This design comes from an exercise in tuning for small area, a short achievable clock period and few clock cycles per item on the open sky130 flow, not from production work.
Function was checked by simulation only, so behaviour that the tests miss may differ from the original.

## run 1
## aes_engine
module aes_engine (
    input  wire         clk,
    input  wire         rst,
    input  wire         in_valid,
    output wire         in_ready,
    input  wire         in_aes256,
    input  wire [255:0] in_key,
    input  wire [127:0] in_block,
    output reg          out_valid,
    output wire [127:0] out_block
);
For scale: ~5500 cells after synthesis, about 1100 flip-flops, ~520 I/O pins.
export LEC_CHECK = 0
export CAP_MARGIN = 20
export CORE_MARGIN = 2
export CORE_UTILIZATION = 60
export PLACE_DENSITY = 0.75
export SETUP_SLACK_MARGIN = 4.4
export SLEW_MARGIN = 20
export SYNTH_HIERARCHICAL = 1
create_clock -name core_clock -period 8.0 [get_ports {clk}]
run.sh (not shown) runs the stock make flow with config.mk's settings and CLKGATE_MAP_FILE= SYNTH_SCRIPT=/design/flow/synth_recipe.tcl, a recipe that flattens the netlist after the stock synthesis.
Run 1 finished all stages; the layout is clean.
Testbench counts of run 1, summed over its fixed seeds: cycles 6,888, blocks 512.
Modified inputs, run 2 compared to run 1
Settings: changing SETUP_SLACK_MARGIN from 4.4 to 5.0.
Findings:
Re starting utilization of the core area: no difference whatsoever between run 1 and run 2.
Stage in which a tool error killed run 2: global routing (5_1_grt).
Run 1 -> run 2: number of enable flip-flop cells after synthesis delta 0, exact match
The final RePlAce weighted congestion on run 2 is in line with that on run 1.
When run 2 is set beside run 1, its half-perimeter wire length after detailed placement turns out to be 2000 microns smaller.
### run 2 -> run 3
Settings: swapping 5.0 for 4.4 in SETUP_SLACK_MARGIN.
==> flow/flow/run.sh (new file) <==
#!/bin/bash
# Standard layout, with the ports buffered by a plain buffer cell.
set -e
export BUFFER_PORTS_ARGS="-buffer_cell sky130_fd_sc_hd__buf_2"
bash standard.sh > standard.log 2>&1
==> flow/standard.sh (new file) <==
#!/bin/bash
# synth_recipe.tcl (not shown) runs the flow's synth.tcl, then flattens the netlist and writes it again
# the make line also repeats each setting of config.mk as NAME=value (left out here)
make -C /OpenROAD-flow-scripts/flow DESIGN_CONFIG=/design/flow/config.mk WORK_HOME=/design/flow/orfs CLKGATE_MAP_FILE= SYNTH_SCRIPT=/design/flow/synth_recipe.tcl "${@:-finish}"
removed: flow/run.sh
Results
- Run 3 closes out successfully: all stages finished, all timing, DRC and antenna checks passed.
- Of run 2 and run 3, the run reporting the lower post-place instance area was run 3.
- Run 3 ends up with a post-CTS setup buffer count that is 384 lower than in run 2.
- Number of cells in the design after placement delta (run 3 -> run 2): insignificant
- Any difference in weighted congestion reported at the end of routability-driven placement between run 2 and run 3 is small enough to ignore.
- Delta (run 3 minus run 2): share of synthesized cell area in and, or, nand and nor gates essentially unchanged; detailed-placement wirelength estimate decreased about 0.34%; post-cts resize count decreased 93%.
Modified inputs, run 4 compared to run 3
Settings: putting CTS_BUF_LIST at sky130_fd_sc_hd__clkbuf_8 where nothing was set; clearing SETUP_SLACK_MARGIN, which used to be 4.4; putting CTS_CLUSTER_SIZE at 20 where nothing was set.
==> flow/run.sh (new file) <==
#!/bin/bash
# synth_recipe.tcl (not shown) runs the flow's synth.tcl, then flattens the netlist and writes it again
# the make line also repeats each setting of config.mk as NAME=value (left out here)
make -C /OpenROAD-flow-scripts/flow DESIGN_CONFIG=/design/flow/config.mk WORK_HOME=/design/flow/orfs CLKGATE_MAP_FILE= SYNTH_SCRIPT=/design/flow/synth_recipe.tcl finish
removed: flow/flow/run.sh
removed: flow/standard.sh
## What came out
- In run 4, the setup slack came out 0.47 ns below the value in run 3.
- The flop-to-flop setup slack number comes out higher for run 3 vs run 4.
- From run 3 to run 4 the numbers moved as follows: clock latency on the worst-skew pair saw an increase; placer's final routability congestion estimate climbed 2.4%; initial antenna violation count higher; hold slack down 0.016 ns.
- Of run 4 and run 3, the lower ratio of final minimum period to clock period belongs to run 3.


## job 1210
aes_engine, a different RTL version from the one above (not shown whole).
For scale: ~5200 cells after synthesis, ~1100 flip-flops.
==> flow/config.mk <==
export PLATFORM = sky130hd
export DESIGN_NAME = aes_engine
export DESIGN_NICKNAME = aes_engine
export VERILOG_FILES = /design/flow/design.v
export SDC_FILE = /design/flow/constraint.sdc
export NUM_CORES = 4
export LEC_CHECK = 0
export CAP_MARGIN = 20
export CORE_MARGIN = 2
export CORE_UTILIZATION = 60
export PLACE_DENSITY = 0.75
export SETUP_SLACK_MARGIN = 4.5
export SLEW_MARGIN = 20
export SYNTH_HIERARCHICAL = 1
export TNS_END_PERCENT = 30
==> flow/constraint.sdc <==
create_clock -name core_clock -period 8.0 [get_ports {clk}]
set_input_delay 1.6000 -clock core_clock [delete_from_list [all_inputs] [get_ports {clk}]]
set_output_delay 1.6000 -clock core_clock [all_outputs]
set_load 0.01 [all_outputs]
standard.sh (not shown) runs the stock make flow with config.mk's settings and CLKGATE_MAP_FILE= SYNTH_SCRIPT=/design/flow/synth_recipe.tcl, a recipe that flattens the netlist after the stock synthesis.
==> flow/flow/run.sh <==
#!/bin/bash
# Standard layout, with the ports buffered by a plain buffer cell and no
# dummy loads added to the clock tree.
set -e
export BUFFER_PORTS_ARGS="-buffer_cell sky130_fd_sc_hd__buf_2"
export CTS_ARGS="-sink_clustering_enable -repair_clock_nets -dont_use_dummy_load"
bash standard.sh > standard.log 2>&1
Job 1210: flow completed, timing, DRC and antenna clean
Testbench counts of job 1210, summed over its fixed seeds: cycles 6,888, blocks 512.
Edits applied to the flow inputs when going from job 1210 to job 8706:
- SETUP_SLACK_MARGIN now 4.7, was 4.5
- TNS_END_PERCENT no longer set, was 30
==> summary.txt <==
Measured against each other, job 8706 and job 1210 differ in minimum clock period, the higher figure coming from job 1210.
When job 8706 is set beside job 1210, its final instance count without filler cells turns out to be 205 larger.
Worst hold slack in job 8706 is 0.022 ns above job 1210.
Looking at utilization after layout, job 8706 sits 5.8 points above job 1210.
As far as layout multi-input combinational cell count is concerned, job 1210 and job 8706 perform about the same.
Job 1210 -> job 8706: cell area after synthesis delta 0, exact match
Share of final layout cell area taken by non-clock buffers was higher in the run labelled job 8706.
Diff job 1210 -> job 8706: length of routed met2 wiring shows an increase of 4.7 mm; multi-input logic portion of the cell area has increased.
The inputs of job 6827 differ from those of job 8706 as listed below.
- SETUP_SLACK_MARGIN changed from 4.7 to 4.5
==> comparison <==
From job 8706 to job 6827 the numbers moved as follows: final-layout fill cell count +about 17%. Going from job 8706 to job 6827, count of placed standard cells including taps neither gained nor lost much; share of final layout cell area taken by clock buffers and inverters picked up an extra 0.44 points; sequential-to-total area share from yosys stat neither gained nor lost much; post-CTS repair timing setup buffer count lost 55. Job 6827: no failed stages, no open violations at the end. The capturing instance or port of the critical path comes out state[16] in one run and state[44] in the other, namely in job 8706 and job 6827 respectively.
> inputs changed (job 6827 -> job 726)
- changing SETUP_SLACK_MARGIN from 4.5 to 4.6
diff --git a/flow/flow/run.sh b/flow/flow/run.sh
--- a/flow/flow/run.sh
+++ b/flow/flow/run.sh
@@ -4,3 +4,3 @@
 set -e
-export BUFFER_PORTS_ARGS="-buffer_cell sky130_fd_sc_hd__buf_2"
+export BUFFER_PORTS_ARGS="-buffer_cell sky130_fd_sc_hd__buf_1"
 export CTS_ARGS="-sink_clustering_enable -repair_clock_nets -dont_use_dummy_load"
Findings:
- Job 726 vs. job 6827: largest net degree at the start of global routing shows an increase of 16, global-route usage rose by 0.91 points, final critical path time including I/O delays and setup increased by 0.039 ns relative to the old numbers.
- Relative area of non-clock buffer cells in the final design delta (job 6827 -> job 726): insignificant

==> afterwards: timing with drivers on the ports <==
The results above use ideal ports. As a check the final layouts listed here were re-extracted and re-timed, cells and wires unchanged. Step 1 (the two cells are an assumption about what drives the block):
set clk [get_ports {clk}]
set_driving_cell -lib_cell sky130_fd_sc_hd__clkbuf_16 $clk
set_driving_cell -lib_cell sky130_fd_sc_hd__buf_2 [delete_from_list [all_inputs] $clk]
Step 2 moves the port delays by t, midway between the first and last clock arrival at a register: inputs arrive t later, outputs are due t later. That takes back most of the time a late clock gives input paths. Three values: no drivers, after step 1, after step 2; two values: the first two.
| run | t, ns | slack for setup (ns) | worst setup path after step 2 | worst slew at a driven data input, ns |
|---|---|---|---|---|
| run 1 | 0.786 | 4.319 / 4.319 / 4.137 | input to register | 0.09 |
| run 3 | 0.782 | 4.381 / 4.381 / 3.735 | input to register | 0.09 |
| run 4 | 0.924 | 3.915 / 3.915 / 3.915 | register to register | 0.16 |
| job 1210 | 0.725 | 4.386 / 4.386 / 4.040 | input to register | 0.18 |
| job 8706 | 0.720 | 4.439 / 4.439 / 4.109 | input to register | 0.16 |
| job 6827 | 0.734 | 4.485 / 4.485 / 3.861 | input to register | 0.10 |
| job 726 | 0.735 | 4.445 / 4.445 / 4.084 | input to register | 0.14 |
After both steps every run listed still meets setup and hold. For run 3, which loses most, drivers alone change the setup slack by 0.000 ns; drivers and shift together by -0.646 ns.
